Background: an optimization exercise with open tools, aiming at small area. Do not read the settings as production practice. The RTL was checked by simulation tests, not by an equivalence proof against the original design. No driver is modelled on the clock port, so clocking that relies on it looks cheaper here than on a real chip. No activity file was given, so power comes from the tool's default toggle rates.

`flow/design.v`:
```
module twist_deframer (
    input  wire        clk,
    input  wire        rst,           
    input  wire [3:0]  lane,          
    input  wire [1:0]  sym,           
    output reg         locked,
    output wire        pol_inv,
    output reg         oh_valid,
    output wire [63:0] oh_word,
    output reg         oh_crc_ok,
    output reg         pl_valid,
    output wire [39:0] pl_word,
    output reg         stuff_rm,
    output reg         rx_ovf
);
    localparam [30:0] FAW       = 31'h7125_B696;
    localparam [43:0] SEED_LOW  = 44'h5A5_A5A5_A5A5;
    wire        bit_in = sym[1];
    reg  [29:0] win;
    wire [30:0] diff   = {win, bit_in} ^ FAW;
    function [4:0] popcount31;
        input [30:0] v;
        integer n;
        reg [4:0] c;
        begin
            c = 5'd0;
            for (n = 0; n < 31; n = n + 1)
                c = c + {4'd0, v[n]};
            popcount31 = c;
        end
    endfunction
    wire [4:0] ndiff     = popcount31(diff);
    wire       faw_match = (ndiff <= 5'd3);
    wire       faw_inv   = (ndiff >= 5'd28);
    reg        verif;         
    reg        cand_pol;      
    reg [1:0]  cnt2;          
    reg [3:0]  ncrc_bad;      
    reg [13:0] fpos;          
    reg [1:0]  run_level;
    reg [5:0]  run_len;       
    reg        pay;           
    reg        first;         
    reg [5:0]  cnt;           
    reg [9:0]  widx;          
    reg [7:0]  crc;
    reg [28:0] s_od;          
    reg [19:0] p_ev;          
    reg [14:0] p_od;          
    reg [4:0]  prev_fn;
    reg [2:0]  prev_ofs;
    reg [1:0]  prev_just;
    reg        prev_ovf;
    wire [28:0] s_ev = win[28:0];           
    wire [19:0] p_odf = {crc[4:0], p_od};   
    assign pol_inv = locked & cand_pol;
    assign oh_word = {s_od, p_ev, p_od};
    genvar gi;
    generate
        for (gi = 0; gi < 20; gi = gi + 1) begin : g_pl
            assign pl_word[2*gi]   = p_ev[gi];
            assign pl_word[2*gi+1] = p_odf[gi];
        end
    endgenerate
    wire [13:0] pos     = fpos + 14'd1;
    wire        at_30   = (fpos == 14'd29);
    wire        at_last = (fpos == 14'd16382);
    wire        in_body = (fpos >= 14'd30) && (fpos < 14'd16382);
    wire lock_match = cand_pol ? faw_inv : faw_match;
    wire content_left = ~&(widx | ~10'd814);
    wire body_l       = locked && in_body && content_left;
    wire is_stuff     = body_l && (run_len == 6'd47);
    wire is_content   = body_l && (run_len != 6'd47);
    wire is_oh        = is_content && !pay;
    wire is_oh_last   = is_oh && (cnt == 6'd63);
    wire is_payload   = is_content && pay;
    wire is_guard     = locked && at_last;
    wire        oh_bit   = bit_in ^ cand_pol;
    wire        crc_fb   = crc[7] ^ oh_bit;
    wire [7:0]  crc_next = {crc[6:0], 1'b0} ^ (crc_fb ? 8'h07 : 8'h00);
    wire        crc_good = (crc_next == 8'h00);
    wire        crc_drop = !crc_good && (ncrc_bad == 4'd15);
    wire [63:0] oh_full  = {oh_word[62:0], oh_bit};
    wire [4:0]  rx_fn    = oh_full[39:35];
    wire [2:0]  rx_ofs   = oh_full[34:32];
    wire [1:0]  rx_just  = (oh_full[27:26] == 2'd3) ? 2'd1 : oh_full[27:26];
    wire [4:0]  pr_fn    = (prev_fn == 5'd23) ? 5'd0 : prev_fn + 5'd1;
    wire [2:0]  pr_ofs   = prev_ofs + {2'd0, prev_ovf};
    wire [4:0]  use_fn   = crc_good ? rx_fn : pr_fn;
    wire [2:0]  use_ofs  = crc_good ? rx_ofs : pr_ofs;
    wire [1:0]  use_just = crc_good ? rx_just : prev_just;
    wire [1:0]  pbits_raw = {sym[1] ^ cand_pol, sym[1] ^ sym[0]};
    wire [57:0] seed  = {2'b10, prev_ofs, prev_fn, crc[3:0], SEED_LOW};
    wire        sd1   = seed[57] ^ seed[38];
    wire        sd2   = seed[56] ^ seed[37];
    wire [57:0] seed2 = {seed[55:0], sd1, sd2};
    wire        sb1   = first ? sd1 : s_od[28] ^ s_ev[19];
    wire        sb2   = first ? sd2 : s_ev[28] ^ s_od[18];
    wire [1:0]  dbits = pbits_raw ^ {sb1, sb2};
    wire [28:0] s_od_ld, s_ev_ld;
    generate
        for (gi = 0; gi < 29; gi = gi + 1) begin : g_sd
            assign s_od_ld[gi] = seed2[2*gi+1];
            assign s_ev_ld[gi] = seed2[2*gi];
        end
    endgenerate
    wire        word_end = (cnt == 6'd19);
    wire        deliver  = (widx < 10'd812) ||
                           (widx == 10'd812 && !prev_just[1]) ||
                           (widx == 10'd813 && prev_just == 2'd0);
    always @(posedge clk) begin
        if (!pay)
            win <= {win[28:0], bit_in};
        if (rst) begin
            win       <= 30'd0;
            locked    <= 1'b0;
            verif     <= 1'b0;
            run_level <= 2'd0;
            run_len   <= 6'd0;
            pay       <= 1'b0;
            prev_fn   <= 5'd0;
            prev_ofs  <= 3'd0;
            prev_just <= 2'd0;
            prev_ovf  <= 1'b0;
            oh_valid  <= 1'b0;
            oh_crc_ok <= 1'b0;
            pl_valid  <= 1'b0;
            stuff_rm  <= 1'b0;
            rx_ovf    <= 1'b0;
        end else begin
            fpos     <= pos;
            oh_valid <= 1'b0;
            pl_valid <= 1'b0;
            stuff_rm <= is_stuff;
            rx_ovf   <= 1'b0;
            if (sym == run_level) begin
                if (run_len != 6'd63)
                    run_len <= run_len + 6'd1;
            end else begin
                run_level <= sym;
                run_len   <= 6'd1;
            end
            if (!locked && !verif) begin
                if (faw_match || faw_inv) begin
                    verif    <= 1'b1;
                    cand_pol <= faw_inv;
                    cnt2     <= 2'd1;
                    fpos     <= 14'd30;
                end
            end else if (verif) begin
                if (at_30) begin
                    if (lock_match) begin
                        if (cnt2 == 2'd2) begin
                            verif    <= 1'b0;
                            locked   <= 1'b1;
                            cnt2     <= 2'd0;
                            ncrc_bad <= 4'd0;
                        end else begin
                            cnt2 <= cnt2 + 2'd1;
                        end
                    end else begin
                        verif <= 1'b0;
                    end
                end
            end else begin  
                if (at_30) begin
                    if (lock_match)
                        cnt2 <= 2'd0;
                    else if (cnt2 == 2'd3)
                        locked <= 1'b0;
                    else
                        cnt2 <= cnt2 + 2'd1;
                end
            end
            if (at_30) begin
                cnt  <= 6'd0;
                widx <= 10'd0;
                crc  <= 8'h00;
            end
            if (is_oh) begin
                {s_od, p_ev, p_od} <= oh_full;
                crc <= crc_next;
                cnt <= cnt + 6'd1;
            end
            if (is_oh_last) begin
                oh_valid  <= 1'b1;
                oh_crc_ok <= crc_good;
                pay       <= !crc_drop;
                first     <= 1'b1;
                crc[3:0]  <= lane;
                prev_fn   <= use_fn;
                prev_ofs  <= use_ofs;
                prev_just <= use_just;
                if (crc_good)
                    ncrc_bad <= 4'd0;
                else if (crc_drop)
                    locked <= 1'b0;
                else
                    ncrc_bad <= ncrc_bad + 4'd1;
            end
            if (is_payload) begin
                first    <= 1'b0;
                s_od     <= first ? s_od_ld : {s_od[27:0], sb1};
                win      <= {win[28], first ? s_ev_ld : {s_ev[27:0], sb2}};
                p_ev     <= {p_ev[18:0], dbits[0]};
                p_od     <= {p_od[13:0], dbits[1]};
                crc[4:0] <= {crc[3:0], p_od[14]};
                if (word_end) begin
                    cnt      <= 6'd0;
                    widx     <= widx + 10'd1;
                    pl_valid <= deliver;
                end else begin
                    cnt <= cnt + 6'd1;
                end
            end
            if (is_guard) begin
                pay      <= 1'b0;
                prev_ovf <= content_left;
                rx_ovf   <= content_left;
            end
        end
    end
endmodule
```
`flow/run.sh`:
```
#!/bin/bash
# synth_recipe.tcl (not shown) runs the flow's synth.tcl, then flattens the netlist and writes it again
# the make line also repeats each setting of config.mk as NAME=value (left out here)
make -C /OpenROAD-flow-scripts/flow DESIGN_CONFIG=/design/flow/config.mk WORK_HOME=/design/flow/orfs CLKGATE_MAP_FILE= SYNTH_SCRIPT=/design/flow/synth_recipe.tcl finish
```
`flow/constraint.sdc`:
```
create_clock -name core_clock -period 8.0 [get_ports {clk}]
set_input_delay 1.6000 -clock core_clock [delete_from_list [all_inputs] [get_ports {clk}]]
set_output_delay 1.6000 -clock core_clock [all_outputs]
set_load 0.01 [all_outputs]
```
`flow/config.mk`:
```
export PLATFORM = sky130hd
export DESIGN_NAME = twist_deframer
export DESIGN_NICKNAME = twist_deframer
export VERILOG_FILES = /design/flow/design.v
export SDC_FILE = /design/flow/constraint.sdc
export NUM_CORES = 4
export LEC_CHECK = 0
export CAP_MARGIN = 20
export CORE_MARGIN = 2
export CORE_UTILIZATION = 40
export CTS_BUF_LIST = sky130_fd_sc_hd__clkbuf_8
export SLEW_MARGIN = 20
```
==> impl_metrics.csv, run 1 <==
group,metric,value,unit
outcome,status,"no timing/DRC/antenna violations",
clock_tree,cts_root_buf,"clkbuf_8",
power,vdd_drop_max,0.0975,mV
placement,post_dp_cell_area,9480,µm²
routing,wl_met2,8000,µm
placement,dp_hpwl,12800,µm
timing,relSlewSlack,39.6,%
timing,rsz0062_at_grt,"no",
finish,finalInstanceArea,9870,µm²
routing,avgRoutedWirePerCell,15.8,µm
floorplanning,core,20400,µm²
routing,routed.top_layer,"met4",
floorplanning,die_x,149,µm
critical_path,critPathLaunchType,"primary input",
floorplanning,rows,52,
global_route,grt_overflow_total,0,
finish,area_growth,17.8,%
timing,hold_violations,0,
critical_path,cp.arrival,7540,ps
clock_tree,postCtsSetupBuffers,0,
finish,fillers,1907,
routing,vias,5756,
timing,period_share,92.4,%
clock_tree,cts.sinks,167,
global_route,grt_max_degree,45,
logic_synthesis,ys_warn_count,1,
power,p_leak,3.57,nW
critical_path,cp_max_fo,9,
logic_synthesis,ys_types,58,
floorplanning,io_pins,119,
placement,dp_worst_setup_slack,117,ps
placement,dp.cells,1106,
timing,finalCriticalPeriod,7390,ps
timing,finalSetupViolCount,0,
flow_run,cap_violations,0,
logic_synthesis,ys_async_sr_fraction,0,%
routing,wl,18000,µm
timing,maxSlewViolCount,0,
global_route,track_usage,16.7,%
clock_tree,path_clk_slew,90,ps
clock_tree,insertion_delay,460,ps
floorplanning,die_h,149,µm
logic_synthesis,synth-seq-cells,167,
logic_synthesis,synth_nets,839,
finish,fin_nets,910,
placement,numPortBuffers,118,
timing,whs,468,ps
power,power_density,185,nW/µm²
logic_synthesis,synth_cells,784,
routing,drc_errors,0,
routing,antenna_left,0,
routing,routed_via_density,5.06,
power,power,1.83,mW
floorplanning,start_util,41.1,%
critical_path,cp-end-kind,"flop",
clock_tree,cts-resized-gates,0,
finish,n_antenna_cell,0,
finish,layoutNonFillerInstCount,1138,
global_route,grt_pass1_vias,5376,
timing,tns,0,ps
routing,drtIter0Drc,454,
min_path,holdCritPathClass,"flop to flop",
timing,tightest_slew,907,ps
routing,first_pass_iters,6,
clock_tree,cts-buffers-inserted,17,
placement,routabilityCongestion,0.800,
clock_tree,cts_tree,"built",
logic_synthesis,netlist_area,8380,µm²
logic_synthesis,seq_area_frac_synth,53.1,%
logic_synthesis,synth_edf_count,110,
floorplanning,dieArea,22100,µm²
timing,finalWorstSetupSlack,611,ps
routing,m1WireLength,8790,µm
critical_path,path_class,"primary input to flop",
finish,drive_gt1_share,6.11,%
global_route,grt_antenna_before_repair,0,
global_route,grt_pass1_wl,28700,µm
critical_path,required,8150,ps
logic_synthesis,synth_ff_type,"edfxtp_1",
clock_tree,cts_hold_buffers,0,
finish,utilization,48.5,%
timing,timing.fmax,135,MHz
logic_synthesis,synth.avg_cell_area,10.7,µm²
clock_tree,clockBufferDepth,2,
timing,skew,14.3,ps
routing,wl_met3,1030,µm
clock_tree,cts_htree_levels,4,
-- synth_stat cells, drive strengths merged, types with 4 or more instances --
cell | n | share of area [%]
a21o | 5 | 0.45
dfxtp | 57 | 14
a221oi | 6 | 0.63
nand4 | 5 | 0.37
and2 | 21 | 1.6
nor4 | 5 | 0.37
ha | 24 | 3.6
nand3 | 28 | 1.7
a211oi | 8 | 0.84
nor3 | 10 | 0.60
nor2 | 79 | 3.5
mux2i | 6 | 0.72
o21ai | 25 | 1.5
xor2 | 16 | 1.7
buf | 55 | 4.9
xnor2 | 15 | 1.7
edfxtp | 110 | 39
o22ai | 14 | 1.0
o31ai | 5 | 0.45
nor3b | 5 | 0.45
or2 | 4 | 0.30
nand2 | 73 | 3.3
and3 | 11 | 0.82
a41oi | 4 | 0.51
clkbuf | 20 | 0.91
nand2b | 15 | 1.1
a21oi | 43 | 2.6
inv | 58 | 2.6
fa | 23 | 5.5
-- layout make-up --
| type | count | area, µm² | area share [%] |
|---|---|---|---|
| well taps | 270 | 338 | 3.42 |
| repair buffers | 127 | 1240 | 12.6 |
| flip-flops and latches | 167 | 4440 | 45.0 |
| multi-input cells | 484 | 3240 | 32.8 |
| inverters | 58 | 218 | 2.21 |
| clock buffers | 17 | 234 | 2.37 |
| clock inverters | 15 | 154 | 1.56 |
-- placed cells by master, fill, tap and decap left out, types with 5 or more instances in the layout --
| cell | count |
|---|---|
| nand3_1 | 28 |
| o31ai_1 | 5 |
| buf_4 | 9 |
| xor2_1 | 16 |
| clkdlybuf4s50_1 | 117 |
| o21ai_0 | 24 |
| a221oi_1 | 6 |
| a211oi_1 | 6 |
| inv_8 | 5 |
| mux2i_1 | 6 |
| xnor2_1 | 14 |
| nand2_1 | 73 |
| and3_1 | 11 |
| a21oi_1 | 43 |
| nor4_1 | 5 |
| edfxtp_1 | 110 |
| and2_1 | 18 |
| ha_1 | 24 |
| fa_1 | 23 |
| nand2b_1 | 15 |
| nor2_1 | 78 |
| nand4_1 | 5 |
| dfxtp_1 | 57 |
| a21o_1 | 5 |
| o22ai_1 | 14 |
| nor3_1 | 10 |
| clkbuf_8 | 17 |
| nor3b_1 | 5 |
| inv_1 | 58 |
-- worst paths after layout --
path | from | slack (ps) | depth (start not counted) | to
max | sym[1] | 610 | 19 | cnt2[1]
min | win[29] | 470 | 2 | win[29]
max reg2reg | win[19] | 1740 | 18 | cnt2[1]
min reg2reg | win[29] | 470 | 2 | win[29]
-- metal layers --
metal	track usage, %	up-vias
met4	5.10	0
li1	-	2811
met2	24.8	158
met1	24.3	2775
met3	3.74	12
met5	0	-
-- power breakdown --
group,internal (mW),switching [mW],total (mW)
combinational,0.0889,0.121,0.210
sequential,0.968,0.0529,1.02
clock,0.234,0.363,0.597
total,1.29,0.537,1.83
-- sequential cells by signal, summed over array words and instances (netlist names), 2 cells and up --
signal and cells:
cnt 6, cnt2 2, crc 8, fpos 14, ncrc_bad 4, p_ev 20
p_od 15, prev_fn 5, prev_just 2, prev_ofs 3, run_len 6, run_level 2
s_od 29, widx 10, win 30
-- critical path: stages --
cell	delay, ps
clkdlybuf4s50_1	470
inv_1	70
fa_1	530
inv_1	50
fa_1	470
fa_1	510
inv_1	50
fa_1	470
fa_1	530
fa_1	420
fa_1	420
fa_1	420
nand2b_1	160
a21oi_1	150
xor2_1	220
and3_1	240
a21o_1	310
o221ai_1	170
a21oi_1	260
-- kinds of logic after synthesis --
family	share of synthesized area, %
buffers and inverters	8.38
XOR/XNOR	3.33
flip-flops	53.1
adder cells (fa/ha/maj)	9.08
multiplexers	0.851
AO/OA/AOI/OAI	9.80
AND/OR/NAND/NOR	15.5
==> run 2, diff against run 1 <==
==> flow/flow/run.sh (new file) <==
#!/bin/bash
set -euo pipefail
export BUFFER_PORTS_ARGS="-buffer_cell sky130_fd_sc_hd__buf_1"
export CTS_ARGS="-sink_clustering_enable -repair_clock_nets -dont_use_dummy_load -buf_list sky130_fd_sc_hd__clkbuf_8"
bash standard.sh > flow_make.log 2>&1
==> flow/standard.sh (new file) <==
#!/bin/bash
# synth_recipe.tcl (not shown) runs the flow's synth.tcl, then flattens the netlist and writes it again
# the make line also repeats each setting of config.mk as NAME=value (left out here)
make -C /OpenROAD-flow-scripts/flow DESIGN_CONFIG=/design/flow/config.mk WORK_HOME=/design/flow/orfs CLKGATE_MAP_FILE= SYNTH_SCRIPT=/design/flow/synth_recipe.tcl "${@:-finish}"
--- a/flow/config.mk
+++ b/flow/config.mk
@@ -8,5 +8,4 @@
 export CAP_MARGIN = 20
 export CORE_MARGIN = 2
 export CORE_UTILIZATION = 40
-export CTS_BUF_LIST = sky130_fd_sc_hd__clkbuf_8
 export SLEW_MARGIN = 20
removed: flow/run.sh
==> run 2 against run 1 <==
- total power decreased by 7.5%
- clock skew increased by 19 ps
- first-iteration DRC count decreased by 13%
- cell count decreased by 1.4%
- non-clock buffer count decreased by 1
- design area decreased by 9.1%
- register-to-register slack improved by 40 ps
- synthesized cell count unchanged
- largest cell class unchanged
- via count decreased by 0.45%
==> impl_metrics.csv, run 2 <==
group,metric,value,unit
floorplanning,start_util,41.1,%
logic_synthesis,synth_edf_count,110,
clock_tree,postCtsSetupBuffers,0,
timing,finalSetupViolCount,0,
global_route,grt_pass1_wl,28200,µm
global_route,grt_max_degree,58,
logic_synthesis,ys_top_cells_by_area,"edfxtp_1 39%, dfxtp_1 14%, fa_1 5.5%, buf_4 4.1%, ha_1 3.6%",
finish,n_antenna_cell,0,
critical_path,cp-end-kind,"flop",
timing,rsz0062_at_grt,"no",
finish,fin_nets,909,
finish,layout_common_cells,"117 x buf_1, 110 x edfxtp_1, 78 x nor2_1",
timing,skew,33.4,ps
clock_tree,insertion_delay,470,ps
critical_path,slowest_stage,"fa_1",
placement,routabilityCongestion,0.796,
min_path,holdCritPathClass,"flop to flop",
clock_tree,clockBufferDepth,2,
logic_synthesis,synth-seq-cells,167,
floorplanning,rows,52,
timing,whs,464,ps
floorplanning,dieArea,22100,µm²
timing,hold_violations,0,
global_route,grt_overflow_total,0,
placement,post_dp_cell_area,8740,µm²
critical_path,path_class,"primary input to flop",
critical_path,cp_common_cell,"fa_1",
placement,dp.cells,1105,
clock_tree,cts_root_buf,"clkbuf_8",
global_route,grt_pass1_vias,5288,
placement,dp_hpwl,12300,µm
logic_synthesis,synth_cells,784,
logic_synthesis,synth_ff_type,"edfxtp_1",
logic_synthesis,yosysMostFrequentCell,"edfxtp_1",
critical_path,critPathLaunchType,"primary input",
outcome,status,"no timing/DRC/antenna violations",
routing,avgRoutedWirePerCell,15.6,µm
timing,finalCriticalPeriod,7050,ps
critical_path,crit_family,"adder cells",
logic_synthesis,synth_nets,839,
critical_path,cp.arrival,7180,ps
routing,vias,5730,
finish,fillers,1951,
global_route,track_usage,16.3,%
logic_synthesis,ys_warn_count,1,
critical_path,worst_path_largest_cell_delay,530,ps
routing,antenna_left,0,
critical_path,crit_chain,"buf_1 > inv_1 > fa_1 > inv_1 > fa_1 > fa_1 > inv_1 > fa_1 > fa_1 > fa_1 > fa_1 > fa_1 > nand2b_1 > a21oi_1 > xor2_1 > and3_1 > a21o_1 > o221ai_1 > a21oi_1",
finish,layoutNonFillerInstCount,1122,
timing,relSlewSlack,42.8,%
critical_path,cp_max_fo,9,
finish,area_growth,7.15,%
floorplanning,die_h,149,µm
logic_synthesis,ys_async_sr_fraction,0,%
finish,regMostFlops,"win",
logic_synthesis,ys_types,58,
placement,numPortBuffers,118,
logic_synthesis,synth.avg_cell_area,10.7,µm²
critical_path,required,8130,ps
global_route,grt_antenna_before_repair,0,
clock_tree,cts_tree,"built",
logic_synthesis,synth_top_area_share,39.4,%
power,power_density,188,nW/µm²
routing,drc_errors,0,
logic_synthesis,yosysTopAreaCell,"edfxtp_1",
finish,final_common_cell,"buf_1",
power,power,1.69,mW
finish,finalInstanceArea,8980,µm²
timing,maxSlewViolCount,0,
floorplanning,core,20400,µm²
finish,largest_reg_flops,30,
clock_tree,path_clk_slew,70,ps
clock_tree,cts-buffers-inserted,17,
routing,first_pass_iters,6,
timing,timing.fmax,142,MHz
finish,drive_gt1_share,4.34,%
clock_tree,cts.sinks,167,
clock_tree,cts-resized-gates,0,
clock_tree,cts_hold_buffers,0,
clock_tree,cts_htree_levels,4,
floorplanning,io_pins,119,
logic_synthesis,netlist_area,8380,µm²
floorplanning,die_x,149,µm
routing,routed_via_density,5.11,
timing,period_share,88.2,%
logic_synthesis,seq_area_frac_synth,53.1,%
power,p_leak,3.17,nW
finish,top_regs,"win (30), s_od (29), p_ev (20)",
routing,wl,17500,µm
logic_synthesis,ys_top_cells_by_count,"110 x edfxtp_1, 79 x nor2_1, 73 x nand2_1, 58 x inv_1, 57 x dfxtp_1",
routing,drtIter0Drc,397,
flow_run,cap_violations,0,
timing,tns,0,ps
critical_path,cp.buffers_inverters,4,
power,vdd_drop_max,0.0839,mV
timing,tightest_slew,856,ps
## run 2: cell count changes in the layout (fill, tap and decap cells not counted), sizes merged
cell	before	now
clkdlybuf4s50	117	0
clkinv	5	0
clkbuf	17	18
inv	67	58
clkinvlp	1	0
buf	10	125
## run 2: logic make-up after synthesis
group | after synthesis | share of synthesized area, %
buffers and inverters | 133 | 8.38
AND/OR/NAND/NOR | 271 | 15.5
XOR/XNOR | 31 | 3.33
adder cells (fa/ha/maj) | 47 | 9.08
flip-flops | 167 | 53.1
AO/OA/AOI/OAI | 128 | 9.80
multiplexers | 7 | 0.851
## run 2: path summary, 6_finish.rpt
check | startpoint | slack, ps | cells past startpoint | to
setup / recovery | sym[1] | 950 | 19 | cnt2[0]
hold / removal | win[29] | 460 | 2 | win[29]
setup reg to reg | win[19] | 1780 | 18 | cnt2[0]
hold reg to reg | win[29] | 460 | 2 | win[29]
## run 2: routing by layer
| layer | vias up | track usage, % | part of all wire, % |
|---|---|---|---|
| met2 | 158 | 25.0 | 44 |
| met4 | 0 | 3.71 | 0.74 |
| met5 | - | 0 | 0 |
| li1 | 2792 | - | - |
| met3 | 8 | 3.77 | 4.8 |
| met1 | 2772 | 23.7 | 50 |
## run 2: final cells by class
cell class / count / area, µm² / share of cell area, %
Tap cell: 270 / 338 / 3.76
Clock buffer: 17 / 234 / 2.61
Sequential cell: 167 / 4440 / 49.5
Inverter: 58 / 218 / 2.43
Multi-Input combinational cell: 484 / 3240 / 36.1
Timing Repair Buffer: 126 / 504 / 5.62
## run 2: through the flow
| stage | setup WS [ps] | util [%] |
|---|---|---|
| 2_1_floorplan | 633 | - |
| 5_1_grt | 634 | 44.1 |
| 3_3_place_gp | 569 | 42.9 |
| 4_1_cts | 960 | 44.1 |
| 3_5_place_dp | 492 | 42.9 |
| 6_report | 946 | 44.1 |
## run 2: power by group
part	switching (mW)	total [mW]	internal, mW
sequential	0.0532	1.02	0.968
clock	0.272	0.460	0.188
combinational	0.122	0.209	0.0868
## run 2: worst register-to-register path, delay by kind of cell, from the launching register on
family	cells	cell delay, ps
AO/OA/AOI/OAI	4	900
XOR/XNOR	1	250
adder cells (fa/ha/maj)	8	3720
buffers and inverters	3	210
flip-flops	1	450
AND/OR/NAND/NOR	2	410
==> run 3, diff against run 2 <==
--- a/flow/config.mk
+++ b/flow/config.mk
@@ -7,5 +7,5 @@
 export LEC_CHECK = 0
 export CAP_MARGIN = 20
 export CORE_MARGIN = 2
-export CORE_UTILIZATION = 40
+export CORE_UTILIZATION = 70
 export SLEW_MARGIN = 20
==> run 3 against run 2 <==
- sequential power is essentially flat
- wire length shrank 6.5%
- critical path type unchanged
- via count is 1.6% higher
- largest cell class unchanged
- still clean on timing, DRC and antenna
==> impl_metrics.csv, run 3 <==
group,metric,value,unit
outcome,status,"no timing/DRC/antenna violations",
finish,regMostFlops,"win",
logic_synthesis,yosysMostFrequentCell,"edfxtp_1",
timing,rsz0062_at_grt,"no",
logic_synthesis,synth_edf_count,110,
critical_path,critPathLaunchType,"primary input",
flow_run,cap_violations,0,
logic_synthesis,synth_ff_type,"edfxtp_1",
clock_tree,insertion_delay,460,ps
timing,period_share,89.2,%
critical_path,cp_max_fo,9,
clock_tree,clockBufferDepth,2,
timing,finalCriticalPeriod,7140,ps
clock_tree,cts-buffers-inserted,17,
logic_synthesis,synth_cells,784,
floorplanning,io_pins,119,
logic_synthesis,synth_nets,839,
power,power_density,190,nW/µm²
critical_path,required,8140,ps
finish,fin_nets,908,
min_path,holdCritPathClass,"flop to flop",
floorplanning,rows,39,
floorplanning,die_x,113,µm
timing,maxSlewViolCount,0,
logic_synthesis,ys_top_cells_by_count,"110 x edfxtp_1, 79 x nor2_1, 73 x nand2_1, 58 x inv_1, 57 x dfxtp_1",
timing,timing.fmax,140,MHz
logic_synthesis,synthMuxAreaShare,0.851,%
timing,relSlewSlack,41.4,%
routing,routed_via_density,5.85,
logic_synthesis,synth_top_area_share,39.4,%
finish,finalInstanceArea,8810,µm²
logic_synthesis,synth_top_family_by_area,"simple AND/OR/NAND/NOR gates",
timing,tightest_slew,876,ps
logic_synthesis,netlist_area,8380,µm²
placement,routabilityCongestion,0.867,
floorplanning,dieArea,12900,µm²
clock_tree,postCtsSetupBuffers,0,
global_route,grt_antenna_before_repair,0,
clock_tree,cts_hold_buffers,0,
finish,top_regs,"win (30), s_od (29), p_ev (20)",
logic_synthesis,synth_compound_area_share,9.80,%
timing,finalWorstSetupSlack,860,ps
global_route,grt_pass1_wl,26600,µm
finish,fillers,815,
finish,final_common_cell,"buf_1",
timing,hold_violations,0,
logic_synthesis,yosysTopAreaCell,"edfxtp_1",
critical_path,cp_common_cell,"fa_1",
timing,tns,0,ps
logic_synthesis,synth_fa_ha_area_share,9.08,%
finish,layout_common_cells,"117 x buf_1, 110 x edfxtp_1, 78 x nor2_1",
placement,dp_hpwl,11600,µm
clock_tree,cts_tree,"built",
finish,layoutNonFillerInstCount,994,
logic_synthesis,ys_types,58,
critical_path,worst_path_largest_cell_delay,540,ps
placement,post_dp_cell_area,8580,µm²
global_route,track_usage,26.4,%
power,p_leak,3.17,nW
critical_path,slowest_stage,"fa_1",
floorplanning,start_util,72.4,%
clock_tree,cts_htree_levels,4,
clock_tree,cts-resized-gates,0,
global_route,grt_pass1_vias,5530,
routing,wl,16300,µm
logic_synthesis,synth-simple-area-share,15.5,%
finish,largest_reg_flops,30,
finish,drive_gt1_share,4.23,%
floorplanning,die_h,113,µm
logic_synthesis,synth.avg_cell_area,10.7,µm²
clock_tree,path_clk_slew,70,ps
timing,finalSetupViolCount,0,
routing,drc_errors,0,
finish,multi_input_area,3240,µm²
clock_tree,cts_root_buf,"clkbuf_8",
placement,dp_worst_setup_slack,388,ps
critical_path,cp.arrival,7280,ps
finish,area_growth,5.17,%
logic_synthesis,ys_async_sr_fraction,0,%
power,vdd_drop_max,0.238,mV
logic_synthesis,synth-xor-area-share,3.33,%
finish,seq_area,4440,µm²
critical_path,cp-end-kind,"flop",
routing,drtIter0Drc,484,
routing,avgRoutedWirePerCell,16.4,µm
logic_synthesis,synth-seq-cells,167,
logic_synthesis,ys_warn_count,1,
clock_tree,cts.sinks,167,
routing,antenna_left,0,
global_route,grt_overflow_total,0,
global_route,grt_max_degree,66,
critical_path,crit_chain,"buf_1 > inv_1 > fa_1 > inv_1 > fa_1 > fa_1 > inv_1 > fa_1 > fa_1 > fa_1 > fa_1 > fa_1 > nand2b_1 > a21oi_1 > xor2_1 > and3_1 > a21o_1 > o221ai_1 > a21oi_1",
logic_synthesis,seq_area_frac_synth,53.1,%
timing,skew,21.6,ps
routing,first_pass_iters,5,
floorplanning,core,11600,µm²
placement,numPortBuffers,118,
logic_synthesis,ys_top_cells_by_area,"edfxtp_1 39%, dfxtp_1 14%, fa_1 5.5%, buf_4 4.1%, ha_1 3.6%",
critical_path,path_class,"primary input to flop",
finish,n_antenna_cell,0,
routing,vias,5819,
placement,dp.cells,977,
-- run 3: cell counts after synthesis --
No cell type changed its count.
-- run 3: routing by layer --
metal	GRT usage [%]	wire length [µm]	vias to the layer above
li1	-	-	2794
met1	34.5	6920	2802
met2	43.3	8090	200
met3	7.70	1100	23
met4	8.05	232	0
met5	0	0	-
-- run 3: metrics by stage --
step / total power [mW] / hold slack, ps / utilization, %
2_1_floorplan: 1.20 / 432 / -
3_3_place_gp: 1.23 / 443 / 74.2
3_5_place_dp: 1.25 / 454 / 74.2
4_1_cts: 1.68 / 466 / 76.2
5_1_grt: 1.75 / 480 / 76.2
6_report: 1.68 / 463 / 76.2
-- run 3: area by class of cell --
type	count	share of cell area (%)
sequential	167	50.4
multi-input combinational	484	36.8
timing repair buffer	125	5.64
clock buffer	17	2.66
inverter	58	2.47
tap	143	2.03
-- run 3: worst max-delay path, delay by kind of cell --
| family | cells | cell delay, ps |
|---|---|---|
| compound gates | 4 | 920 |
| xor+xnor | 1 | 240 |
| fa+ha+maj | 8 | 3770 |
| buf+inv | 4 | 320 |
| simple gates | 2 | 420 |
-- run 3: power breakdown --
group	total [mW]	switching [mW]	internal (mW)
Combinational	0.211	0.124	0.0869
Clock	0.443	0.256	0.187
Sequential	1.02	0.0534	0.969
Total	1.68	0.433	1.24
-- run 3: cells by family after synthesis --
kind of cell               after synthesis
adders and majority gates               47
and+or+nand+nor                        271
AOI/OAI and AO/OA                      128
xor gates and xnor gates                31
muxes                                    7
DFF                                    167
buffers and inverters                  133
-- run 3: worst paths after layout --
kind	startpoint	endpoint	slack [ps]	cells after the start
max	sym[1]	cnt2[0]	860	19
min	win[29]	win[29]	460	2
max reg2reg	win[19]	cnt2[0]	1790	18
min reg2reg	win[29]	win[29]	460	2
==> run 4, diff against run 3 <==
==> flow/flow/run.sh (replaced) <==
#!/bin/bash
set -euo pipefail
export BUFFER_PORTS_ARGS="-buffer_cell sky130_fd_sc_hd__buf_1"
export CTS_ARGS="-sink_clustering_enable -repair_clock_nets -dont_use_dummy_load -buf_list sky130_fd_sc_hd__clkbuf_16 -sink_clustering_size 30 -sink_clustering_max_diameter 150"
bash standard.sh > flow_make.log 2>&1
--- a/flow/config.mk
+++ b/flow/config.mk
@@ -5,7 +5,7 @@
 export SDC_FILE = /design/flow/constraint.sdc
 export NUM_CORES = 4
 export LEC_CHECK = 0
-export CAP_MARGIN = 20
+export CAP_MARGIN = 0
 export CORE_MARGIN = 2
-export CORE_UTILIZATION = 70
-export SLEW_MARGIN = 20
+export CORE_UTILIZATION = 40
+export SLEW_MARGIN = 0
==> run 4 against run 3 <==
- non-clock buffer count up 1
- maximum frequency up 1.1%
- largest power group unchanged
- design area up 4.1%
==> impl_metrics.csv, run 4 <==
group,metric,value,unit
global_route,grt_overflow_total,0,
timing,finalCriticalPeriod,7060,ps
logic_synthesis,synth_top_area_share,39.4,%
floorplanning,dieArea,22100,µm²
power,power_density,207,nW/µm²
timing,timing.fmax,142,MHz
critical_path,critPathLaunchType,"primary input",
critical_path,r2r_slack,1780,ps
power,vdd_drop_max,0.103,mV
timing,finalWorstSetupSlack,936,ps
floorplanning,io_pins,119,
finish,layout_common_cells,"117 x buf_1, 110 x edfxtp_1, 78 x nor2_1",
clock_tree,cts_root_buf,"clkbuf_16",
logic_synthesis,netlist_area,8380,µm²
global_route,grt_max_degree,58,
min_path,min_delay_path_depth,2,
finish,multi_input_area,3240,µm²
global_route,grt_antenna_before_repair,0,
routing,vias,5718,
logic_synthesis,synth_cells,784,
timing,rsz0062_at_grt,"no",
logic_synthesis,synth.avg_cell_area,10.7,µm²
clock_tree,cts_htree_levels,4,
global_route,grt_pass1_vias,5307,
flow_run,cap_violations,0,
timing,skew,21.4,ps
placement,routabilityCongestion,0.796,
power,power,1.90,mW
finish,fillers,1923,
timing,finalSetupViolCount,0,
power,pwr-share-clk,35.1,%
floorplanning,rows,52,
finish,largest_reg_flops,30,
timing,relSlewSlack,42.5,%
timing,hold_violations,0,
power,pwr-share-seq,53.9,%
routing,wl,17500,µm
clock_tree,postCtsSetupBuffers,0,
logic_synthesis,ys_top_cells_by_count,"110 x edfxtp_1, 79 x nor2_1, 73 x nand2_1, 58 x inv_1, 57 x dfxtp_1",
placement,dp_worst_setup_slack,492,ps
critical_path,cp_max_fo,9,
logic_synthesis,yosysMostFrequentCell,"edfxtp_1",
finish,final_common_cell,"buf_1",
power,pwr-share-comb,11.0,%
logic_synthesis,yosysTopAreaCell,"edfxtp_1",
finish,area_growth,9.44,%
clock_tree,clockBufferDepth,2,
placement,post_dp_cell_area,8740,µm²
routing,first_pass_iters,4,
logic_synthesis,synth_nets,839,
finish,fin_nets,909,
logic_synthesis,seq_area_frac_synth,53.1,%
critical_path,cp.arrival,7170,ps
finish,seq_area,4440,µm²
power,p_switching,0.472,mW
logic_synthesis,ys_top_cells_by_area,"edfxtp_1 39%, dfxtp_1 14%, fa_1 5.5%, buf_4 4.1%, ha_1 3.6%",
finish,top_regs,"win (30), s_od (29), p_ev (20)",
clock_tree,cts-resized-gates,0,
timing,period_share,88.3,%
finish,drive_gt1_share,4.34,%
clock_tree,cts_hold_buffers,0,
clock_tree,cts.sinks,167,
finish,regMostFlops,"win",
critical_path,cp-end-kind,"flop",
clock_tree,cts-buffers-inserted,17,
power,p_leak,3.26,nW
finish,layoutNonFillerInstCount,1122,
routing,avgRoutedWirePerCell,15.6,µm
critical_path,required,8100,ps
placement,dp_hpwl,12300,µm
logic_synthesis,ys_async_sr_fraction,0,%
finish,n_antenna_cell,0,
min_path,holdCritPathClass,"flop to flop",
critical_path,path_class,"primary input to flop",
power,internal-power,1.43,mW
routing,antenna_left,0,
placement,numPortBuffers,118,
floorplanning,die_h,149,µm
finish,finalInstanceArea,9170,µm²
outcome,status,"no timing/DRC/antenna violations",
global_route,grt_pass1_wl,28300,µm
clock_tree,path_clk_slew,50,ps
critical_path,rr_worst_depth,18,
routing,routed_via_density,5.10,
logic_synthesis,ys_types,58,
logic_synthesis,ys_warn_count,1,
floorplanning,start_util,41.1,%
floorplanning,core,20400,µm²
logic_synthesis,synth_edf_count,110,
logic_synthesis,synth_ff_type,"edfxtp_1",
power,sw_frac_of_total,24.9,%
timing,whs,461,ps
clock_tree,cts_tree,"built",
timing,tns,0,ps
global_route,track_usage,16.4,%
timing,maxSlewViolCount,0,
routing,drc_errors,0,
routing,drtIter0Drc,344,
clock_tree,insertion_delay,430,ps
timing,tightest_slew,861,ps
placement,dp.cells,1105,
logic_synthesis,synth-seq-cells,167,
floorplanning,die_x,149,µm
finish,utilization,45.0,%
## run 4: routing by layer
layer / GRT usage (%) / part of all wire [%]
met2: 25.0 / 44
met4: 3.71 / 0.69
met1: 23.7 / 50
met3: 4.14 / 5.0
met5: 0 / 0
## run 4: final timing paths
check,endpoint,startpoint
setup / recovery,cnt2[0],sym[1]
hold / removal,win[29],win[29]
setup reg to reg,cnt2[0],win[19]
hold reg to reg,win[29],win[29]
## run 4: critical path, cell delays in order
cell      delay [ps]
buf_1            100
inv_1             70
fa_1             530
inv_1             50
fa_1             470
fa_1             520
inv_1             50
fa_1             470
fa_1             530
fa_1             420
fa_1             420
fa_1             400
nand2b_1         160
a21oi_1          160
xor2_1           240
and3_1           250
a21o_1           300
o221ai_1         170
a21oi_1          260
## run 4: area by class of cell
type / instances / share of cell area (%)
clock buffers: 17 / 4.64
inverters: 58 / 2.37
well taps: 270 / 3.69
flip-flops and latches: 167 / 48.5
repair buffers: 126 / 5.50
multi-input cells: 484 / 35.3
## run 4: power by group through the flow
| stage | clock network [mW] | registers [mW] | logic [mW] |
|---|---|---|---|
| 4_1_cts | 0.682 | 1.02 | 0.211 |
| 6_report | 0.666 | 1.02 | 0.208 |
| 3_5_place_dp | 0 | 1.04 | 0.210 |
| 5_1_grt | 0.717 | 1.03 | 0.242 |
| 2_1_floorplan | 0 | 1.02 | 0.178 |
| 3_3_place_gp | 0 | 1.04 | 0.204 |
## run 4: cells by family after synthesis
kind of cell               synth area share (%)
buffers and inverters                      8.38
and+or+nand+nor                            15.5
muxes                                     0.851
xor gates and xnor gates                   3.33
DFF                                        53.1
adders and majority gates                  9.08
AOI/OAI and AO/OA                          9.80
==> run 5, diff against run 4 <==
==> flow/flow/run.sh (replaced) <==
#!/bin/bash
set -euo pipefail
here=$(pwd)
export BUFFER_PORTS_ARGS="-buffer_cell sky130_fd_sc_hd__buf_1"
export CTS_ARGS="-sink_clustering_enable -repair_clock_nets -dont_use_dummy_load -root_buf sky130_fd_sc_hd__clkbuf_8 -buf_list sky130_fd_sc_hd__clkbuf_4"
export POST_CTS_TCL="$here/flow/post_cts.tcl"
export CLK_UPSIZE_SLEW=0.100
bash standard.sh > "$here/flow_make.log" 2>&1
==> flow/flow/post_cts.tcl (new file) <==
# After clock tree synthesis: the leaf clock buffers are clkbuf_4; upsize to
# clkbuf_8 those whose output slew is above CLK_UPSIZE_SLEW (ns), then
# legalize the placement again.
estimate_parasitics -placement
set nup 0
foreach inst [get_cells clkbuf_*] {
  if {[get_property $inst ref_name] ne "sky130_fd_sc_hd__clkbuf_4"} { continue }
  set s [get_property [get_pins [get_name $inst]/X] slew_max]
  if {$s > $::env(CLK_UPSIZE_SLEW)} {
    replace_cell $inst sky130_fd_sc_hd__clkbuf_8
    incr nup
  }
}
puts "post_cts: upsized $nup clock buffers"
if {$nup > 0} {
  detailed_placement
  estimate_parasitics -placement
}
--- a/flow/config.mk
+++ b/flow/config.mk
@@ -5,7 +5,7 @@
 export SDC_FILE = /design/flow/constraint.sdc
 export NUM_CORES = 4
 export LEC_CHECK = 0
-export CAP_MARGIN = 0
+export CAP_MARGIN = 20
 export CORE_MARGIN = 2
-export CORE_UTILIZATION = 40
-export SLEW_MARGIN = 0
+export CORE_UTILIZATION = 70
+export SLEW_MARGIN = 20
==> run 5 against run 4 <==
- still clean
- total power is 13% lower
- synthesized cell count did not move
- clock power fell by 38%
- maximum frequency is 1.3% lower
- sequential cell count unchanged
- clock-buffer cell count unchanged
- synthesized area did not move
- non-clock buffer count down 1
- wire length down 6.9%
- critical path depth unchanged
- largest cell class unchanged
- highest routed layer unchanged
==> impl_metrics.csv, run 5 <==
group,metric,value,unit
outcome,status,"no timing/DRC/antenna violations",
floorplanning,start_util,72.4,%
logic_synthesis,netlist_area,8380,µm²
timing,timing.fmax,140,MHz
logic_synthesis,synth.avg_cell_area,10.7,µm²
floorplanning,dieArea,12900,µm²
timing,period_share,89.4,%
logic_synthesis,synth_edf_count,110,
logic_synthesis,ys_warn_count,1,
logic_synthesis,ys_top_cells_by_count,"110 x edfxtp_1, 79 x nor2_1, 73 x nand2_1, 58 x inv_1, 57 x dfxtp_1",
timing,rsz0062_at_grt,"no",
floorplanning,io_pins,119,
global_route,grt_pass1_wl,26600,µm
logic_synthesis,synth_top_area_share,39.4,%
global_route,track_usage,26.3,%
global_route,grt_pass1_vias,5526,
finish,area_growth,4.79,%
clock_tree,cts.sinks,167,
finish,multi_input_area,3240,µm²
min_path,min_delay_path_depth,2,
timing,finalSetupViolCount,0,
power,p_leak,3.15,nW
critical_path,worst_path_largest_cell_delay,540,ps
finish,n_antenna_cell,0,
timing,relSlewSlack,42.2,%
clock_tree,cts_tree,"built",
critical_path,cp.depth,19,
finish,utilization,75.9,%
routing,routed_via_density,5.91,
logic_synthesis,ys_async_sr_fraction,0,%
critical_path,cp.arrival,7280,ps
power,power_density,187,nW/µm²
critical_path,cp_common_cell,"fa_1",
floorplanning,rows,39,
critical_path,path_class,"primary input to flop",
critical_path,cp_max_fo,9,
timing,tns,0,ps
global_route,grt_antenna_before_repair,0,
critical_path,cp-endpoint,"cnt2[0]",
floorplanning,die_h,113,µm
global_route,grt_max_degree,66,
critical_path,crit_start,"sym[1]",
placement,routabilityCongestion,0.867,
finish,fillers,819,
finish,final_common_cell,"buf_1",
floorplanning,die_x,113,µm
critical_path,r2r_slack,1800,ps
critical_path,critPathLaunchType,"primary input",
critical_path,reg2reg_to,"cnt2[0]",
critical_path,cp-end-kind,"flop",
timing,hold_violations,0,
finish,top_regs,"win (30), s_od (29), p_ev (20)",
finish,layout_common_cells,"117 x buf_1, 110 x edfxtp_1, 78 x nor2_1",
finish,drive_gt1_share,4.23,%
logic_synthesis,yosysMostFrequentCell,"edfxtp_1",
routing,wl,16300,µm
logic_synthesis,seq_area_frac_synth,53.1,%
finish,seq_area,4440,µm²
logic_synthesis,ys_types,58,
routing,drtIter0Drc,496,
power,power,1.64,mW
critical_path,rr_worst_depth,18,
finish,fin_nets,908,
timing,tightest_slew,865,ps
timing,skew,34.9,ps
critical_path,cp.buffers_inverters,4,
floorplanning,core,11600,µm²
clock_tree,insertion_delay,470,ps
timing,finalCriticalPeriod,7150,ps
finish,largest_reg_flops,30,
routing,vias,5872,
timing,maxSlewViolCount,0,
critical_path,required,8130,ps
routing,antenna_left,0,
placement,numPortBuffers,118,
logic_synthesis,synth-seq-cells,167,
clock_tree,path_clk_slew,70,ps
logic_synthesis,synth_cells,784,
logic_synthesis,ys_top_cells_by_area,"edfxtp_1 39%, dfxtp_1 14%, fa_1 5.5%, buf_4 4.1%, ha_1 3.6%",
critical_path,slowest_stage,"fa_1",
min_path,holdCritPathClass,"flop to flop",
finish,regMostFlops,"win",
power,vdd_drop_max,0.240,mV
global_route,grt_overflow_total,0,
logic_synthesis,synth_ff_type,"edfxtp_1",
critical_path,crit_family,"adder cells",
routing,drc_errors,0,
flow_run,cap_violations,0,
logic_synthesis,synth_nets,839,
routing,first_pass_iters,5,
critical_path,r2r_start,"win[19]",
placement,dp_hpwl,11600,µm
logic_synthesis,yosysTopAreaCell,"edfxtp_1",
critical_path,crit_chain,"buf_1 > inv_1 > fa_1 > inv_1 > fa_1 > fa_1 > inv_1 > fa_1 > fa_1 > fa_1 > fa_1 > fa_1 > nand2b_1 > a21oi_1 > xor2_1 > and3_1 > a21o_1 > o221ai_1 > a21oi_1",
routing,avgRoutedWirePerCell,16.4,µm
## run 5: routing by layer
layer  vias to the layer above  part of all wire (%)  global-route usage (%)
li1                       2795                     -                       -
met1                      2823                    43                    34.9
met2                       219                    49                    43.7
met3                        35                   6.1                    6.59
met4                         0                   1.6                    7.56
met5                         -                     0                       0
## run 5: logic make-up (layout without fill, tap and decap cells)
| group | Yosys count | after routing | share of synthesized area [%] |
|---|---|---|---|
| xor gates and xnor gates | 31 | 31 | 3.33 |
| and+or+nand+nor | 271 | 271 | 15.5 |
| AOI/OAI and AO/OA | 128 | 128 | 9.80 |
| buffers and inverters | 133 | 200 | 8.38 |
| muxes | 7 | 7 | 0.851 |
| adders and majority gates | 47 | 47 | 9.08 |
| DFF | 167 | 167 | 53.1 |
## run 5: final cells by class
class / instances / share of cell area, %
multi-input cells: 484 / 36.9
repair buffers: 125 / 5.66
clock buffers: 17 / 2.31
inverters: 58 / 2.48
flip-flops and latches: 167 / 50.6
well taps: 143 / 2.04
## run 5: tightest hold or removal path, delay by kind of cell (launching register included)
family / cells / cell delay, ps
flops: 1 / 310
simple gates: 1 / 50
compound gates: 1 / 50
## run 5: where the power goes
| part | switching, mW | total [mW] | internal, mW |
|---|---|---|---|
| logic | 0.123 | 0.210 | 0.0869 |
| registers | 0.0526 | 1.02 | 0.968 |
| clock network | 0.252 | 0.414 | 0.161 |
## run 5: how the worst min path moves through the flow
stage	from	end	slack (ps)
after floorplan	win[29]	win[29]	430
after global placement	win[29]	win[29]	440
after detailed placement	p_od[7]	p_od[8]	450
after global routing	p_od[1]	p_od[2]	490
final	win[29]	win[29]	460
## run 5: stage by stage
step                      instance area (µm²)  cells  hold WS [ps]  worst slack, ps
after floorplan                          8380    784           432              633
after global placement                   8580    977           443              544
after detailed placement                 8580    977           454              388
after global routing                     8780    994           488              593
final                                    8780    994           459              845
==> run 6, diff against run 5 <==
==> flow/flow/run.sh (replaced) <==
#!/bin/bash
set -euo pipefail
here=$(pwd)
export BUFFER_PORTS_ARGS="-buffer_cell sky130_fd_sc_hd__buf_1"
export CTS_ARGS="-sink_clustering_enable -repair_clock_nets -dont_use_dummy_load -root_buf sky130_fd_sc_hd__clkbuf_8 -buf_list sky130_fd_sc_hd__clkbuf_4"
export POST_CTS_TCL="$here/flow/post_cts.tcl"
export CLK_UPSIZE_SLEW=0.115
bash standard.sh > "$here/flow_make.log" 2>&1
==> run 6 against run 5 <==
- still clean
- first-iteration DRC count grew 6.9%
- total power is 2.4% lower
- design area is 0.50% lower
- worst setup slack better by 2.5 ps
- global-route usage about the same
- maximum frequency about the same
- clock skew grew 3.3 ps
- via count is essentially flat
- cell count did not move
- clock-buffer cell count unchanged
- highest routed layer unchanged
==> impl_metrics.csv, run 6 <==
group,metric,value,unit
timing,finalSetupViolCount,0,
finish,final_common_cell,"buf_1",
critical_path,cp_common_cell,"fa_1",
floorplanning,rows,39,
critical_path,cp-end-kind,"flop",
floorplanning,dieArea,12900,µm²
finish,n_antenna_cell,0,
logic_synthesis,ys_warn_count,1,
routing,vias,5869,
routing,wl_met2,8050,µm
routing,wl,16300,µm
global_route,grt_pass1_wl,26600,µm
clock_tree,insertion_delay,460,ps
global_route,grt_max_degree,66,
critical_path,critPathLaunchType,"primary input",
finish,fin_nets,908,
timing,skew,38.3,ps
logic_synthesis,seq_area_frac_synth,53.1,%
timing,tns,0,ps
finish,layout_common_cells,"117 x buf_1, 110 x edfxtp_1, 78 x nor2_1",
floorplanning,die_h,113,µm
power,vdd_drop_max,0.213,mV
floorplanning,die_x,113,µm
clock_tree,cts_tree,"built",
clock_tree,path_clk_slew,110,ps
power,p_leak,3.13,nW
logic_synthesis,synth.avg_cell_area,10.7,µm²
finish,layoutNonFillerInstCount,994,
timing,tightest_slew,864,ps
global_route,grt_pass1_vias,5512,
outcome,status,"no timing/DRC/antenna violations",
finish,drive_gt1_share,4.23,%
critical_path,cp.arrival,7310,ps
global_route,grt_overflow_total,0,
placement,dp_hpwl,11600,µm
finish,top_regs,"win (30), s_od (29), p_ev (20)",
power,power,1.60,mW
logic_synthesis,synth_top_area_share,39.4,%
critical_path,slowest_stage,"fa_1",
timing,finalCriticalPeriod,7150,ps
placement,dp_worst_setup_slack,388,ps
routing,antenna_left,0,
timing,relSlewSlack,42.3,%
logic_synthesis,ys_top_cells_by_count,"110 x edfxtp_1, 79 x nor2_1, 73 x nand2_1, 58 x inv_1, 57 x dfxtp_1",
placement,routabilityCongestion,0.867,
global_route,grt_antenna_before_repair,0,
logic_synthesis,synth_nets,839,
placement,numPortBuffers,118,
placement,dp.cells,977,
finish,fillers,826,
timing,period_share,89.4,%
flow_run,cap_violations,0,
logic_synthesis,yosysMostFrequentCell,"edfxtp_1",
logic_synthesis,synth_ff_type,"edfxtp_1",
routing,avgRoutedWirePerCell,16.4,µm
timing,hold_violations,0,
logic_synthesis,ys_types,58,
power,power_density,184,nW/µm²
critical_path,worst_path_largest_cell_delay,540,ps
timing,rsz0062_at_grt,"no",
finish,utilization,75.5,%
timing,maxSlewViolCount,0,
logic_synthesis,synth_cells,784,
finish,finalInstanceArea,8730,µm²
logic_synthesis,ys_top_cells_by_area,"edfxtp_1 39%, dfxtp_1 14%, fa_1 5.5%, buf_4 4.1%, ha_1 3.6%",
routing,drc_errors,0,
finish,regMostFlops,"win",
logic_synthesis,synth_edf_count,110,
logic_synthesis,netlist_area,8380,µm²
routing,routed.top_layer,"met4",
routing,wl_met3,1050,µm
logic_synthesis,yosysTopAreaCell,"edfxtp_1",
clock_tree,cts.sinks,167,
critical_path,crit_chain,"buf_1 > inv_1 > fa_1 > inv_1 > fa_1 > fa_1 > inv_1 > fa_1 > fa_1 > fa_1 > fa_1 > fa_1 > nand2b_1 > a21oi_1 > xor2_1 > and3_1 > a21o_1 > o221ai_1 > a21oi_1",
finish,largest_reg_flops,30,
critical_path,cp_max_fo,9,
floorplanning,start_util,72.4,%
routing,drtIter0Drc,530,
finish,area_growth,4.27,%
logic_synthesis,ys_async_sr_fraction,0,%
critical_path,required,8160,ps
routing,first_pass_iters,6,
timing,timing.fmax,140,MHz
floorplanning,core,11600,µm²
critical_path,path_class,"primary input to flop",
routing,routed_via_density,5.90,
global_route,track_usage,26.3,%
timing,finalWorstSetupSlack,848,ps
placement,post_dp_cell_area,8580,µm²
routing,m1WireLength,7000,µm
min_path,holdCritPathClass,"flop to flop",
logic_synthesis,synth-seq-cells,167,
floorplanning,io_pins,119,
timing,whs,461,ps
-- run 6: changes by cell type in the layout (fill, tap and decap cells not counted) --
| cell | change |
|---|---|
| clkbuf_8 | -7 |
| clkbuf_4 | +7 |
-- run 6: cell type report --
type	count	area, µm²	area share (%)
multi-input combinational	484	3240	37.1
timing repair buffer	125	497	5.69
tap	143	179	2.05
sequential	167	4440	50.9
clock buffer	17	159	1.82
inverter	58	218	2.49
-- run 6: cells by family (layout without fill, tap and decap cells) --
family          after synthesis  count (layout)  share of synthesized area, %
fa+ha+maj                    47              47                          9.08
buf+inv                     133             200                          8.38
flops                       167             167                          53.1
mux                           7               7                         0.851
compound gates              128             128                          9.80
xor+xnor                     31              31                          3.33
simple gates                271             271                          15.5
-- run 6: worst paths after layout --
kind | startpoint | end | slack [ps] | cells past startpoint
max | sym[1] | cnt2[0] | 850 | 19
min | p_ev[0] | p_ev[1] | 460 | 0
max reg2reg | win[2] | cnt2[0] | 1770 | 18
min reg2reg | p_ev[0] | p_ev[1] | 460 | 0
-- run 6: per-layer routing --
layer | global-route usage [%] | vias up
met5 | 0 | -
met4 | 7.56 | 0
met3 | 6.91 | 24
met2 | 43.4 | 215
met1 | 35.0 | 2833
li1 | - | 2797
-- run 6: where the power goes --
group / internal [mW] / switching [mW] / leakage [nW] / total (mW)
clock network: 0.125 / 0.248 / 0.0912 / 0.373
logic: 0.0869 / 0.124 / 1.57 / 0.211
registers: 0.968 / 0.0524 / 1.47 / 1.02
-- run 6: critical path: cells and delay by family --
kind | cells | cell delay [ps]
adder cells (fa/ha/maj) | 8 | 3770
AO/OA/AOI/OAI | 4 | 940
AND/OR/NAND/NOR | 2 | 430
buffers and inverters | 4 | 330
XOR/XNOR | 1 | 240
==> run 7, diff against run 6 <==
==> flow/flow/run.sh (replaced) <==
#!/bin/bash
# The standard layout (standard.sh) with these changes:
#  - synthesis: the standard flow's own synthesis script, except that ABC maps the
#    logic with flow/area.abc (area-oriented) instead of ORFS's speed
#    script. Flip-flops are mapped before ABC, so the registers are the
#    standard synthesis's.
#  - buf_1 port buffers;
#  - a clock tree without dummy loads, clkbuf_8 at the root and clkbuf_4
#    leaves; leaves with a high slew are upsized after CTS
#    (flow/post_cts.tcl).
# The make output goes to flow_make.log here; ORFS's per-step logs, one per
# tool run, are under orfs/logs.
set -euo pipefail
here=$(pwd)

awk -v abc="$here/flow/area.abc" '
  /^[ \t]*log_cmd abc \{\*\}\$abc_args[ \t]*$/ {
    print "  set abc_args [lreplace $abc_args 1 1 " abc "]"; n++ }
  { print }
  END { if (n != 1) exit 1 }' "$FLOW_HOME/scripts/synth.tcl" > "$here/my_synth_core.tcl"
awk -v core="$here/my_synth_core.tcl" '
  $0 == "source $::env(SCRIPTS_DIR)/synth.tcl" { print "source " core; n++; next }
  { print }
  END { if (n != 1) exit 1 }' "$here/synth_recipe.tcl" > "$here/my_synth.tcl"
sed -e "s#SYNTH_SCRIPT=[^ ]*#SYNTH_SCRIPT=$here/my_synth.tcl#" "$here/standard.sh" > "$here/my_standard.sh"
grep -q "SYNTH_SCRIPT=$here/my_synth.tcl" "$here/my_standard.sh"

export BUFFER_PORTS_ARGS="-buffer_cell sky130_fd_sc_hd__buf_1"
export CTS_ARGS="-sink_clustering_enable -repair_clock_nets -dont_use_dummy_load -root_buf sky130_fd_sc_hd__clkbuf_8 -buf_list sky130_fd_sc_hd__clkbuf_4"
export POST_CTS_TCL="$here/flow/post_cts.tcl"
export CLK_UPSIZE_SLEW=0.115
bash "$here/my_standard.sh" > "$here/flow_make.log" 2>&1
==> flow/flow/area.abc (new file) <==
&get -n
&st
&syn3
&dch
&nf -R 1000
&st
&syn3
&dch
&nf -R 1000
&st
&syn3
&dch
&nf -R 1000
&st
&syn3
&dch
&nf -R 1000
&put
==> run 7 against run 6 <==
- total power is 0.46% lower
- die area is 4.6% lower
- non-clock buffer count is 1 lower
- cell count is 3.5% lower
- worst hold slack better by 3.8 ps
- sequential power hardly changed
- sequential share of layout area is 1.1 points higher
- sequential cell count stayed put
- critical path type unchanged
- critical endpoint unchanged
- highest routed layer unchanged
==> impl_metrics.csv, run 7 <==
group,metric,value,unit
finish,final_common_cell,"buf_1",
logic_synthesis,ys_types,43,
routing,drc_errors,0,
routing,first_pass_iters,5,
floorplanning,die_h,111,µm
clock_tree,cts.sinks,167,
logic_synthesis,yosysMostFrequentCell,"edfxtp_1",
timing,rsz0062_at_grt,"no",
min_path,holdCritPathClass,"flop to flop",
power,power_density,187,nW/µm²
power,vdd_drop_max,0.164,mV
clock_tree,path_clk_slew,110,ps
critical_path,cp.arrival,7620,ps
floorplanning,start_util,72.6,%
floorplanning,die_x,111,µm
clock_tree,cts_tree,"built",
timing,hold_violations,0,
finish,fillers,744,
logic_synthesis,yosysTopAreaCell,"edfxtp_1",
placement,numPortBuffers,118,
critical_path,cp_max_fo,6,
placement,dp_hpwl,11800,µm
finish,finalInstanceArea,8550,µm²
timing,timing.fmax,135,MHz
critical_path,cp-end-kind,"flop",
timing,relSlewSlack,28.4,%
timing,period_share,92.8,%
logic_synthesis,synth_top_area_share,41.4,%
routing,routed_via_density,5.98,
floorplanning,dieArea,12300,µm²
critical_path,critPathLaunchType,"primary input",
floorplanning,rows,38,
finish,drive_gt1_share,3.30,%
finish,area_growth,7.15,%
finish,fin_nets,876,
logic_synthesis,synth.avg_cell_area,11.1,µm²
global_route,grt_pass1_vias,5535,
logic_synthesis,synth_edf_count,110,
timing,tightest_slew,1060,ps
timing,skew,31.5,ps
finish,multi_input_area,3010,µm²
outcome,status,"no timing/DRC/antenna violations",
critical_path,path_class,"primary input to flop",
logic_synthesis,synth-seq-cells,167,
finish,largest_reg_flops,30,
global_route,grt_antenna_before_repair,0,
floorplanning,io_pins,119,
logic_synthesis,seq_area_frac_synth,55.7,%
finish,layout_common_cells,"117 x buf_1, 110 x edfxtp_1, 72 x nand2_1",
global_route,track_usage,28.0,%
routing,antenna_left,0,
power,p_leak,2.92,nW
routing,wl,16300,µm
global_route,grt_max_degree,65,
floorplanning,core,11000,µm²
global_route,grt_overflow_total,0,
critical_path,required,8190,ps
routing,drtIter0Drc,663,
finish,regMostFlops,"win",
logic_synthesis,ys_top_cells_by_count,"110 x edfxtp_1, 72 x nand2_1, 66 x nor2_1, 64 x clkinv_1, 57 x dfxtp_1",
logic_synthesis,ys_warn_count,1,
routing,vias,5736,
timing,tns,0,ps
finish,n_antenna_cell,0,
critical_path,r2r_slack,1630,ps
placement,routabilityCongestion,0.890,
logic_synthesis,ys_async_sr_fraction,0,%
logic_synthesis,netlist_area,7980,µm²
logic_synthesis,ys_top_cells_by_area,"edfxtp_1 41%, dfxtp_1 14%, fa_1 5.8%, buf_4 3.8%, ha_1 3.8%",
routing,avgRoutedWirePerCell,17.0,µm
logic_synthesis,synth_cells,718,
placement,post_dp_cell_area,8350,µm²
timing,finalSetupViolCount,0,
logic_synthesis,synth_nets,773,
flow_run,cap_violations,0,
finish,top_regs,"win (30), s_od (29), p_ev (20)",
timing,whs,465,ps
logic_synthesis,synth_ff_type,"edfxtp_1",
timing,maxSlewViolCount,0,
finish,seq_area,4440,µm²
global_route,grt_pass1_wl,27300,µm
timing,finalCriticalPeriod,7420,ps
clock_tree,insertion_delay,450,ps
[run 7: cell types whose count changed after synthesis, sizes merged, moves of 8 or more]
cell    previous run  this run
clkbuf            20         0
buf               55        40
clkinv             0        64
a311oi             2        10
inv               58         0
nor2              79        66
o22ai             14         6
[run 7: worst paths after layout]
path / startpoint / end / cells after the start
setup / recovery: sym[1] / cnt2[0] / 21
hold / removal: prev_just[0] / prev_just[0] / 2
setup reg to reg: win[19] / cnt2[0] / 20
hold reg to reg: prev_just[0] / prev_just[0] / 2
[run 7: cells by family (layout without fill, tap and decap cells)]
| group | Yosys count | after routing | synth area share [%] |
|---|---|---|---|
| AO/OA/AOI/OAI | 124 | 124 | 9.77 |
| XOR/XNOR | 33 | 33 | 3.62 |
| adder cells (fa/ha/maj) | 47 | 47 | 9.54 |
| buffers and inverters | 104 | 205 | 6.78 |
| flip-flops | 167 | 167 | 55.7 |
| multiplexers | 2 | 2 | 0.267 |
| AND/OR/NAND/NOR | 241 | 241 | 14.3 |
[run 7: through the flow]
step                      total power [mW]  std cells  setup WS [ps]  util (%)
after global placement                1.21        941            375      76.0
after detailed placement              1.23        941            137      76.0
after floorplan                       1.17        718            638         -
final                                 1.60        959            579      77.8
after global routing                  1.67        959            235      77.8
[run 7: critical path, stage by stage]
cell	delay, ps
buf_1	210
clkinv_1	190
fa_1	570
clkinv_1	90
fa_1	480
fa_1	520
clkinv_1	80
fa_1	480
fa_1	530
fa_1	420
fa_1	420
fa_1	420
clkinv_1	60
a21o_1	100
a21oi_1	70
xnor2_1	160
or3_1	170
clkinv_1	80
o21ai_0	580
nor2_1	140
o22a_1	240
[run 7: final cells by class]
class / count / area share (%)
tap: 140 / 2.05
timing repair buffer: 124 / 5.96
inverter: 64 / 2.81
multi-input combinational: 447 / 35.2
sequential: 167 / 52.0
clock buffer: 17 / 2.01
[run 7: per-layer routing]
| layer | up-vias | routed length (µm) | global-route usage [%] |
|---|---|---|---|
| met4 | 0 | 260 | 8.08 |
| li1 | 2691 | - | - |
| met1 | 2755 | 6960 | 37.2 |
| met3 | 20 | 1170 | 7.22 |
| met5 | - | 0 | 0 |
| met2 | 270 | 7950 | 45.9 |
[run 7: report_power, final]
part,switching (mW),internal [mW]
logic,0.116,0.0811
clock network,0.249,0.136
registers,0.0479,0.968
total,0.413,1.18

-- re-timing with driven ports --
In the flow no input, the clock included, has a driving cell. The finished layouts below were timed again as built, in two steps.
Step 1: set_driving_cell puts a clkbuf_16 on clk and a buf_2 on each other input, an assumption about the parent block.
Step 2, shift: input delay + t, output delay - t, t = (earliest + latest rising clock arrival at the registers) / 2. This alone moves slack from input paths to output paths.
Three values: no drivers, after step 1, after step 2; two values: the first two.
| run | t, ns | setup slack, ns | worst slew at a driven data input, ns |
|---|---|---|---|
| run 1 | 0.494 | 0.611 / 0.625 / 0.131 | 0.07 |
| run 2 | 0.486 | 0.946 / 0.961 / 0.475 | 0.06 |
| run 3 | 0.488 | 0.860 / 0.869 / 0.380 | 0.05 |
| run 4 | 0.462 | 0.936 / 0.955 / 0.493 | 0.06 |
| run 5 | 0.486 | 0.845 / 0.853 / 0.368 | 0.05 |
| run 6 | 0.476 | 0.848 / 0.856 / 0.380 | 0.05 |
| run 7 | 0.478 | 0.579 / 0.594 / 0.116 | 0.04 |
After both steps setup and hold are still met in every run listed.
